From an optimization exercise on the open Yosys and OpenROAD flow, aimed at small area, a short achievable clock period and few clock cycles per item; shortcuts taken in it are not production practice.
The RTL was checked by simulation tests, not by an equivalence proof against the original design.

==> build 65: inputs <==
## mon_pixel_comp
module mon_pixel_comp (
    input  wire         clk,
    input  wire         rst,             
    input  wire         cfg_we,
    input  wire [1:0]   cfg_addr,        
    input  wire [11:0]  cfg_wdata,
    input  wire         in_valid,
    output wire         in_ready,
    input  wire         in_layer_hit,    
    input  wire [7:0]   in_layer_alpha,  
    input  wire [29:0]  in_layer_pix,    
    input  wire [3:0]   in_plane_hit,    
    input  wire [127:0] in_plane_pix,    
    output wire         out_valid,
    input  wire         out_ready,
    output wire [35:0]  out_pix          
);
==> flow/config.mk <==
export PLATFORM = sky130hd
export DESIGN_NAME = mon_pixel_comp
export DESIGN_NICKNAME = mon_pixel_comp
export VERILOG_FILES = /design/flow/design.v
export SDC_FILE = /design/flow/constraint.sdc
export NUM_CORES = 4
export LEC_CHECK = 0
export CAP_MARGIN = 20
export CORE_MARGIN = 2
export CORE_UTILIZATION = 40
export SLEW_MARGIN = 20
==> flow/constraint.sdc <==
create_clock -name core_clock -period 38.0 [get_ports {clk}]
set_input_delay 7.6000 -clock core_clock [delete_from_list [all_inputs] [get_ports {clk}]]
set_output_delay 7.6000 -clock core_clock [all_outputs]
set_load 0.01 [all_outputs]
standard.sh (not shown) runs the stock make flow with config.mk's settings and CLKGATE_MAP_FILE= SYNTH_SCRIPT=/design/flow/synth_recipe.tcl, a recipe that flattens the netlist after the stock synthesis.
==> flow/flow/run.sh <==
#!/bin/bash
# Own layout flow: the standard flow with two changes.
#  1. Port buffers are buf_2 cells instead of the flow's default choice
#     (every port still gets its own buffer).
#  2. After the standard synthesis, polarity.py removes inverters between
#     self-dual cells (full adders, 2:1 muxes) by flipping their polarity;
#     registers and the function are unchanged.
# Each tool's output goes to a log file of its own in this folder.
set -euo pipefail
export BUFFER_PORTS_ARGS="-buffer_cell sky130_fd_sc_hd__buf_2"
RES=orfs/results/$FLOW_PLATFORM/mon_pixel_comp/base
bash standard.sh synth > synth.log 2>&1
cp $RES/1_2_yosys.v yosys_standard.v
python3 flow/polarity.py yosys_standard.v $RES/1_2_yosys.v > polarity.log 2>&1
rm -f $RES/1_synth.odb
bash standard.sh > layout.log 2>&1
==> flow/flow/polarity.py <==
#!/usr/bin/env python3
"""Remove inverters from a mapped sky130 netlist by choosing the polarity of
self-dual cells.

A full adder (fa_*) gives inverted SUM and COUT when all three inputs are
inverted, and a 2:1 mux (mux2_*, mux2i_*) gives an inverted output when both
data inputs are inverted.  Each such cell may therefore be "flipped": fed the
complement of every (data) input, with its outputs then carrying the
complement of their old values.  This script picks flips that reduce the
number of nets that need an inverter, removes every inverter cell, and puts
back one inverter per signal that some load needs in the other polarity.
The function of the netlist is unchanged; registers are not touched.

usage: polarity.py IN.v OUT.v
"""
import re
import sys
import random

OUT_PINS = {'X', 'Y', 'Q', 'Q_N', 'SUM', 'COUT', 'HI', 'LO'}


def is_inv(t):
    return re.search(r'__(inv|clkinv)_\d+$', t) is not None


def flip_pins(t):
    """Input pins that are complemented when a cell is flipped, or None."""
    if re.search(r'__fa_\d+$', t):
        return ('A', 'B', 'CIN')
    if re.search(r'__mux2i?_\d+$', t):
        return ('A0', 'A1')
    return None


def main(src, dst):
    text = open(src).read()
    m = re.search(r'^module\s+\S+\s*\(.*?\);\n', text, re.S | re.M)
    head_end = m.end()
    end = text.rindex('endmodule')
    body = text[head_end:end]
    # split body into declarations and cell instances
    cell_re = re.compile(r'^\s*(sky130_fd_sc_hd__\w+)\s+(\S+)\s*\((.*?)\);\s*$', re.S | re.M)
    cells = []
    decl = []
    pos = 0
    for cm in cell_re.finditer(body):
        chunk = body[pos:cm.start()]
        decl.append(chunk)
        pins = [(p, n.strip()) for p, n in re.findall(r'\.(\w+)\(([^()]*)\)', cm.group(3))]
        cells.append([cm.group(1), cm.group(2), pins])
        pos = cm.end()
    tail = body[pos:]
    assert not re.search(r'\bassign\b', ''.join(decl) + tail), 'assign statements not handled'

    # inverter map: out net -> in net
    inv_of = {}
    for t, n, pins in cells:
        if is_inv(t):
            d = dict(pins)
            inv_of[d['Y']] = d['A']

    def root(net):
        par = 0
        seen = 0
        while net in inv_of:
            net = inv_of[net]
            par ^= 1
            seen += 1
            assert seen < 1000
        return net, par

    # drivers of roots
    driver = {}
    for i, (t, n, pins) in enumerate(cells):
        if is_inv(t):
            continue
        for p, net in pins:
            if p in OUT_PINS:
                driver[net] = i
    # loads: list of (cell index, pin, root, parity)
    loads = {}
    keep = []
    for i, (t, n, pins) in enumerate(cells):
        if is_inv(t):
            continue
        keep.append(i)
        for k, (p, net) in enumerate(pins):
            if p in OUT_PINS or net == '' or net.startswith("1'b"):
                continue
            r, par = root(net)
            loads.setdefault(r, []).append((i, k, par))
    # nets read outside cells (output ports): find output port names
    outs = set()
    for dm in re.finditer(r'^\s*output\s+(\[[^\]]+\]\s*)?(\S+);', text[:end], re.M):
        rng, name = dm.group(1), dm.group(2)
        if rng:
            hi, lo = map(int, re.findall(r'\d+', rng))
            for b in range(min(hi, lo), max(hi, lo) + 1):
                outs.add(f'{name}[{b}]')
        else:
            outs.add(name)
    # An output port net driven through inverters would need special care.
    for o in outs:
        if o in inv_of:
            sys.exit(f'output {o} is driven by an inverter; not handled')

    flippable = {i: flip_pins(cells[i][0]) for i in keep}
    flippable = {i: fp for i, fp in flippable.items() if fp}
    flip = {i: 0 for i in flippable}

    def cost_root(r):
        d = driver.get(r)
        phys = flip.get(d, 0) if d is not None else 0
        need = False
        for (i, k, par) in loads.get(r, []):
            want = par
            fp = flippable.get(i)
            if fp and cells[i][2][k][0] in fp and flip[i]:
                want ^= 1
            if want ^ phys:
                need = True
                break
        return 1 if need else 0

    # roots touched by each flippable cell
    touch = {}
    for r, ls in loads.items():
        for (i, k, par) in ls:
            if i in flippable:
                touch.setdefault(i, set()).add(r)
    for i in flippable:
        for p, net in cells[i][2]:
            if p in OUT_PINS:
                touch.setdefault(i, set()).add(net)

    def total():
        return sum(cost_root(r) for r in loads)

    before = total()
    order = list(flippable)
    rng = random.Random(1)
    improved = True
    passes = 0
    while improved and passes < 50:
        improved = False
        passes += 1
        rng.shuffle(order)
        for i in order:
            rs = touch.get(i, ())
            c0 = sum(cost_root(r) for r in rs)
            flip[i] ^= 1
            c1 = sum(cost_root(r) for r in rs)
            if c1 < c0:
                improved = True
            else:
                flip[i] ^= 1
    after = total()

    # rebuild netlist
    new_wires = []
    inv_net = {}
    new_cells = []
    ninv = 0
    for r in loads:
        d = driver.get(r)
        phys = flip.get(d, 0) if d is not None else 0
        for (i, k, par) in loads[r]:
            want = par
            fp = flippable.get(i)
            if fp and cells[i][2][k][0] in fp and flip[i]:
                want ^= 1
            if want ^ phys:
                if r not in inv_net:
                    ninv += 1
                    w = f'_pol{ninv}_'
                    inv_net[r] = w
                    new_wires.append(w)
                    new_cells.append(('sky130_fd_sc_hd__inv_1', f'_polinv{ninv}_', [('A', r), ('Y', w)]))
                cells[i][2][k] = (cells[i][2][k][0], inv_net[r])
            else:
                cells[i][2][k] = (cells[i][2][k][0], r)
    out = [text[:head_end]]
    out.append(''.join(decl))
    for w in new_wires:
        out.append(f'  wire {w};\n')
    def emit(t, n, pins):
        ps = ',\n'.join(f'    .{p}({net}{" " if net.startswith(chr(92)) else ""})' for p, net in pins)
        return f'  {t} {n} (\n{ps}\n  );\n'
    for i in keep:
        t, n, pins = cells[i]
        out.append(emit(t, n, pins))
    for t, n, pins in new_cells:
        out.append(emit(t, n, pins))
    out.append(tail)
    out.append(text[end:])
    open(dst, 'w').write(''.join(out))
    print(f'inverter cells before: {len(inv_of)}; signals needing an inverter: '
          f'{before} before flips, {after} after; inverters written: {ninv}; '
          f'flipped {sum(flip.values())} of {len(flip)} cells')


if __name__ == '__main__':
    main(sys.argv[1], sys.argv[2])
==> trial 34 (differences from build 65) <==
--- a/flow/design.v
+++ b/flow/design.v
@@ -203,14 +203,14 @@
                 2'd2: bg2     <= cfg_wdata;
                 2'd3: depth10 <= cfg_wdata[0];
             endcase
         end
     end
     reg  rdy;                            
-    wire skid_full = !rdy;
-    wire en = rdy;                       
+    reg  skid_full;                      
+    wire en = !skid_full;                
     assign in_ready = rdy;
     reg         s0_valid;
     reg [7:0]   s0_la;
     reg [29:0]  s0_lp;
     reg [127:0] s0_pp;
     integer k;
@@ -318,26 +318,33 @@
     mon_pixel_comp_blend u_q32 (.alpha(s4_pp[31:24]), .p(expand8(s4_pp[23:16])), .v(s4_v[11:0]),  .r(q3_2));
     wire [1:0]  lo_keep = depth10 ? 2'b00 : 2'b11;
     wire [35:0] res = {q3_0[11:2], q3_0[1:0] & lo_keep,
                        q3_1[11:2], q3_1[1:0] & lo_keep,
                        q3_2[11:2], q3_2[1:0] & lo_keep};
     reg         o_valid;
+    reg         o_empty;
     reg [35:0]  o_pix;
     reg [35:0]  skid_pix;
-    wire        o_load = !o_valid || out_ready;
+    wire        o_load = o_empty || out_ready;
     always @(posedge clk) begin
         if (rst) begin
-            o_valid <= 1'b0;
-            rdy     <= 1'b1;
+            o_valid   <= 1'b0;
+            o_empty   <= 1'b1;
+            rdy       <= 1'b1;
+            skid_full <= 1'b0;
         end else if (skid_full) begin
-            if (out_ready)
-                rdy <= 1'b1;             
+            if (out_ready) begin
+                rdy       <= 1'b1;       
+                skid_full <= 1'b0;
+            end
         end else if (o_load) begin
-            o_valid <= s4_valid;
+            o_valid   <= s4_valid;
+            o_empty   <= !s4_valid;
         end else if (s4_valid) begin
-            rdy     <= 1'b0;             
+            rdy       <= 1'b0;           
+            skid_full <= 1'b1;
         end
     end
     always @(posedge clk) begin
         if (en)
             skid_pix <= res;
         if (o_load)
==> flow/flow/run.sh (replaced) <==
#!/bin/bash
# Own layout flow: the standard flow with two changes.
#  1. Port buffers are buf_2 cells instead of the flow's default choice
#     (every port still gets its own buffer).
#  2. After the standard synthesis, polarity.py rewrites 2:1 muxes as a22oi
#     cells and removes inverters between
#     self-dual cells (full adders, 2:1 muxes) by flipping their polarity;
#     registers and the function are unchanged.
# Each tool's output goes to a log file of its own in this folder.
set -euo pipefail
export BUFFER_PORTS_ARGS="-buffer_cell sky130_fd_sc_hd__buf_2"
RES=orfs/results/$FLOW_PLATFORM/mon_pixel_comp/base
bash standard.sh synth > synth.log 2>&1
cp $RES/1_2_yosys.v yosys_standard.v
python3 flow/polarity.py yosys_standard.v $RES/1_2_yosys.v --aoi > polarity.log 2>&1
rm -f $RES/1_synth.odb
bash standard.sh > layout.log 2>&1
==> flow/flow/polarity.py (replaced) <==
#!/usr/bin/env python3
"""Remove inverters from a mapped sky130 netlist by choosing the polarity of
self-dual cells.

A full adder (fa_*) gives inverted SUM and COUT when all three inputs are
inverted, and a 2:1 mux (mux2_*, mux2i_*) gives an inverted output when both
data inputs are inverted.  Each such cell may therefore be "flipped": fed the
complement of every (data) input, with its outputs then carrying the
complement of their old values.  This script picks flips that reduce the
number of nets that need an inverter, removes every inverter cell, and puts
back one inverter per signal that some load needs in the other polarity.
The function of the netlist is unchanged; registers are not touched.

usage: polarity.py IN.v OUT.v [--aoi]

With --aoi, every 2:1 mux is first rewritten as an a22oi (smaller) on its
select and the select's complement, and then takes part as a flippable cell.
"""
import re
import sys
import random

OUT_PINS = {'X', 'Y', 'Q', 'Q_N', 'SUM', 'COUT', 'HI', 'LO'}


def is_inv(t):
    return re.search(r'__(inv|clkinv)_\d+$', t) is not None


def is_buf(t):
    return re.search(r'__(buf|clkbuf)_\d+$', t) is not None


def flip_pins(t, name=''):
    """Input pins that are complemented when a cell is flipped, or None."""
    if re.search(r'__fa_\d+$', t):
        return ('A', 'B', 'CIN')
    if re.search(r'__mux2i?_\d+$', t):
        return ('A0', 'A1')
    if name.startswith('_amux') and re.search(r'__a22oi_\d+$', t):
        return ('A2', 'B2')
    return None


def muxes_to_aoi(cells):
    """Rewrite each 2:1 mux as an a22oi on the select and its complement:
    ~(S & A1 | ~S & A0).  A mux2 gets an inverter after it (which the
    polarity pass may then remove); one inverter per select net makes ~S."""
    out = []
    sel_n = {}
    extra = []
    k = 0
    for t, n, pins in cells:
        m = re.search(r'__(mux2i?)_\d+$', t)
        if not m:
            out.append([t, n, pins])
            continue
        d = dict(pins)
        k += 1
        s = d['S']
        if s not in sel_n:
            sel_n[s] = f'_amuxs{len(sel_n) + 1}_'
            extra.append(sel_n[s])
            out.append(['sky130_fd_sc_hd__inv_1', f'_amuxsinv{len(sel_n)}_', [('A', s), ('Y', sel_n[s])]])
        if m.group(1) == 'mux2i':
            y = d['Y']
        else:
            y = f'_amuxy{k}_'
            extra.append(y)
            out.append(['sky130_fd_sc_hd__inv_1', f'_amuxyinv{k}_', [('A', y), ('Y', d['X'])]])
        out.append(['sky130_fd_sc_hd__a22oi_1', f'_amux{k}_',
                    [('A1', s), ('A2', d['A1']), ('B1', sel_n[s]), ('B2', d['A0']), ('Y', y)]])
    return out, extra


def main(src, dst):
    text = open(src).read()
    m = re.search(r'^module\s+\S+\s*\(.*?\);\n', text, re.S | re.M)
    head_end = m.end()
    end = text.rindex('endmodule')
    body = text[head_end:end]
    # split body into declarations and cell instances
    cell_re = re.compile(r'^\s*(sky130_fd_sc_hd__\w+)\s+(\S+)\s*\((.*?)\);\s*$', re.S | re.M)
    cells = []
    decl = []
    pos = 0
    for cm in cell_re.finditer(body):
        chunk = body[pos:cm.start()]
        decl.append(chunk)
        pins = [(p, n.strip()) for p, n in re.findall(r'\.(\w+)\(([^()]*)\)', cm.group(3))]
        cells.append([cm.group(1), cm.group(2), pins])
        pos = cm.end()
    tail = body[pos:]
    extra_wires = []
    if AOI:
        cells, extra_wires = muxes_to_aoi(cells)
    assert not re.search(r'\bassign\b', ''.join(decl) + tail), 'assign statements not handled'

    # output port bits
    outs = set()
    for dm in re.finditer(r'^\s*output\s+(\[[^\]]+\]\s*)?(\S+);', text[:end], re.M):
        rng, name = dm.group(1), dm.group(2)
        if rng:
            hi, lo = map(int, re.findall(r'\d+', rng))
            for b in range(min(hi, lo), max(hi, lo) + 1):
                outs.add(f'{name}[{b}]')
        else:
            outs.add(name)

    # inverter map: out net -> in net; buffers (not driving a port) are
    # removed too, as the flow's own buffer removal would do.
    inv_of = {}
    buf_of = {}
    for t, n, pins in cells:
        d = dict(pins)
        if is_inv(t):
            inv_of[d['Y']] = d['A']
        elif is_buf(t) and d['X'] not in outs:
            buf_of[d['X']] = d['A']

    def root(net):
        par = 0
        seen = 0
        while net in inv_of or net in buf_of:
            if net in inv_of:
                net = inv_of[net]
                par ^= 1
            else:
                net = buf_of[net]
            seen += 1
            assert seen < 1000
        return net, par

    def dropped(t, pins):
        d = dict(pins)
        return is_inv(t) or (is_buf(t) and d['X'] not in outs)

    # drivers of roots
    driver = {}
    for i, (t, n, pins) in enumerate(cells):
        if dropped(t, pins):
            continue
        for p, net in pins:
            if p in OUT_PINS:
                driver[net] = i
    # loads: list of (cell index, pin, root, parity)
    loads = {}
    keep = []
    for i, (t, n, pins) in enumerate(cells):
        if dropped(t, pins):
            continue
        keep.append(i)
        for k, (p, net) in enumerate(pins):
            if p in OUT_PINS or net == '' or net.startswith("1'b"):
                continue
            r, par = root(net)
            loads.setdefault(r, []).append((i, k, par))
    # An output port net driven through inverters would need special care.
    for o in outs:
        if o in inv_of or o in buf_of:
            sys.exit(f'output {o} is driven by an inverter; not handled')

    flippable = {i: flip_pins(cells[i][0], cells[i][1]) for i in keep}
    flippable = {i: fp for i, fp in flippable.items() if fp}
    flip = {i: 0 for i in flippable}

    def cost_root(r):
        d = driver.get(r)
        phys = flip.get(d, 0) if d is not None else 0
        need = False
        for (i, k, par) in loads.get(r, []):
            want = par
            fp = flippable.get(i)
            if fp and cells[i][2][k][0] in fp and flip[i]:
                want ^= 1
            if want ^ phys:
                need = True
                break
        return 1 if need else 0

    # roots touched by each flippable cell
    touch = {}
    for r, ls in loads.items():
        for (i, k, par) in ls:
            if i in flippable:
                touch.setdefault(i, set()).add(r)
    for i in flippable:
        for p, net in cells[i][2]:
            if p in OUT_PINS:
                touch.setdefault(i, set()).add(net)

    def total():
        return sum(cost_root(r) for r in loads)

    before = total()
    order = list(flippable)
    rng = random.Random(1)

    def descend():
        improved = True
        passes = 0
        while improved and passes < 60:
            improved = False
            passes += 1
            rng.shuffle(order)
            for i in order:
                rs = touch.get(i, ())
                c0 = sum(cost_root(r) for r in rs)
                flip[i] ^= 1
                c1 = sum(cost_root(r) for r in rs)
                if c1 < c0 or (c1 == c0 and rng.random() < 0.3):
                    improved = improved or c1 < c0
                else:
                    flip[i] ^= 1

    best = None
    for start in range(STARTS):
        for i in flip:
            flip[i] = 0 if start == 0 else rng.randint(0, 1)
        descend()
        c = total()
        if best is None or c < best[0]:
            best = (c, dict(flip))
    flip.update(best[1])
    after = total()

    # rebuild netlist
    new_wires = []
    inv_net = {}
    new_cells = []
    ninv = 0
    for r in loads:
        d = driver.get(r)
        phys = flip.get(d, 0) if d is not None else 0
        for (i, k, par) in loads[r]:
            want = par
            fp = flippable.get(i)
            if fp and cells[i][2][k][0] in fp and flip[i]:
                want ^= 1
            if want ^ phys:
                if r not in inv_net:
                    ninv += 1
                    w = f'_pol{ninv}_'
                    inv_net[r] = w
                    new_wires.append(w)
                    new_cells.append(('sky130_fd_sc_hd__inv_1', f'_polinv{ninv}_', [('A', r), ('Y', w)]))
                cells[i][2][k] = (cells[i][2][k][0], inv_net[r])
            else:
                cells[i][2][k] = (cells[i][2][k][0], r)
    out = [text[:head_end]]
    out.append(''.join(decl))
    for w in extra_wires + new_wires:
        out.append(f'  wire {w};\n')
    def emit(t, n, pins):
        ps = ',\n'.join(f'    .{p}({net}{" " if net.startswith(chr(92)) else ""})' for p, net in pins)
        return f'  {t} {n} (\n{ps}\n  );\n'
    for i in keep:
        t, n, pins = cells[i]
        out.append(emit(t, n, pins))
    for t, n, pins in new_cells:
        out.append(emit(t, n, pins))
    out.append(tail)
    out.append(text[end:])
    open(dst, 'w').write(''.join(out))
    print(f'inverter cells before: {len(inv_of)}; signals needing an inverter: '
          f'{before} before flips, {after} after; inverters written: {ninv}; '
          f'flipped {sum(flip.values())} of {len(flip)} cells')


AOI = False
STARTS = 30

if __name__ == '__main__':
    AOI = '--aoi' in sys.argv[3:]
    main(sys.argv[1], sys.argv[2])
--- a/flow/config.mk
+++ b/flow/config.mk
@@ -4,8 +4,10 @@
 export VERILOG_FILES = /design/flow/design.v
 export SDC_FILE = /design/flow/constraint.sdc
 export NUM_CORES = 4
 export LEC_CHECK = 0
 export CAP_MARGIN = 20
 export CORE_MARGIN = 2
-export CORE_UTILIZATION = 40
+export CORE_UTILIZATION = 60
+export CTS_CLUSTER_DIAMETER = 100
+export CTS_CLUSTER_SIZE = 30
 export SLEW_MARGIN = 20
==> build 88 (differences from build 65) <==
--- a/flow/config.mk
+++ b/flow/config.mk
@@ -4,8 +4,9 @@
 export VERILOG_FILES = /design/flow/design.v
 export SDC_FILE = /design/flow/constraint.sdc
 export NUM_CORES = 4
 export LEC_CHECK = 0
 export CAP_MARGIN = 20
 export CORE_MARGIN = 2
-export CORE_UTILIZATION = 40
+export CORE_UTILIZATION = 60
+export CTS_BUF_LIST = sky130_fd_sc_hd__clkbuf_4 sky130_fd_sc_hd__clkbuf_8
 export SLEW_MARGIN = 20
==> comparison <==
Build 65 completed with no timing, DRC or antenna violations. Trial 34 ran to the end with no violations. Build 88 passed the timing, design-rule and antenna checks.
In build 88 the die area is higher than in trial 34, by 3.1%.
The lowest setup slack belongs to build 65, the highest to trial 34.
The lowest via count belongs to build 65, the highest to trial 34.
Cell count: build 88 < trial 34 < build 65.
Final area: trial 34 < build 88 < build 65.
Between build 65 and trial 34, the lower maximum frequency is in build 65 (gap 8.4%, measured against trial 34).
In non-clock buffer count, build 88 and build 65 do not differ.
The lowest sequential share of layout area belongs to build 65, the highest to trial 34.
Utilization: trial 34 is higher than build 88 (0.12 points).
Testbench counts of build 65, summed over its fixed seeds: cycles 24,048, items 24,000.
Testbench counts of trial 34, summed over its fixed seeds: cycles 24,048, items 24,000.
Testbench counts of build 88, summed over its fixed seeds: cycles 24,048, items 24,000.

==> re-timing with driven ports <==
In the flow no input, the clock included, has a driving cell. The finished layouts below were timed again as built, in two steps.
Step 1 sets driving cells, clkbuf_16 on the clock port and buf_2 on the other inputs (assumed; they add their load-dependent delay and slew).
Step 2 also shifts input and output timing later by t, the mid clock arrival at the registers, as if the neighbouring blocks saw the same clock.
a / b / c = ideal / step 1 / step 2; a / b = the first two.
run | t (ns) | setup WS [ns] | pins driven straight from the clock port
build 65 | 0.802 | 28.369 / 28.290 / 29.003 | 1
trial 34 | 0.718 | 29.178 / 29.105 / 29.085 | 1
build 88 | 0.934 | 28.598 / 28.525 / 28.996 | 1
After both steps every run listed still meets setup and hold. For trial 34, which loses most, drivers alone change the setup slack by -0.073 ns; drivers and shift together by -0.093 ns.
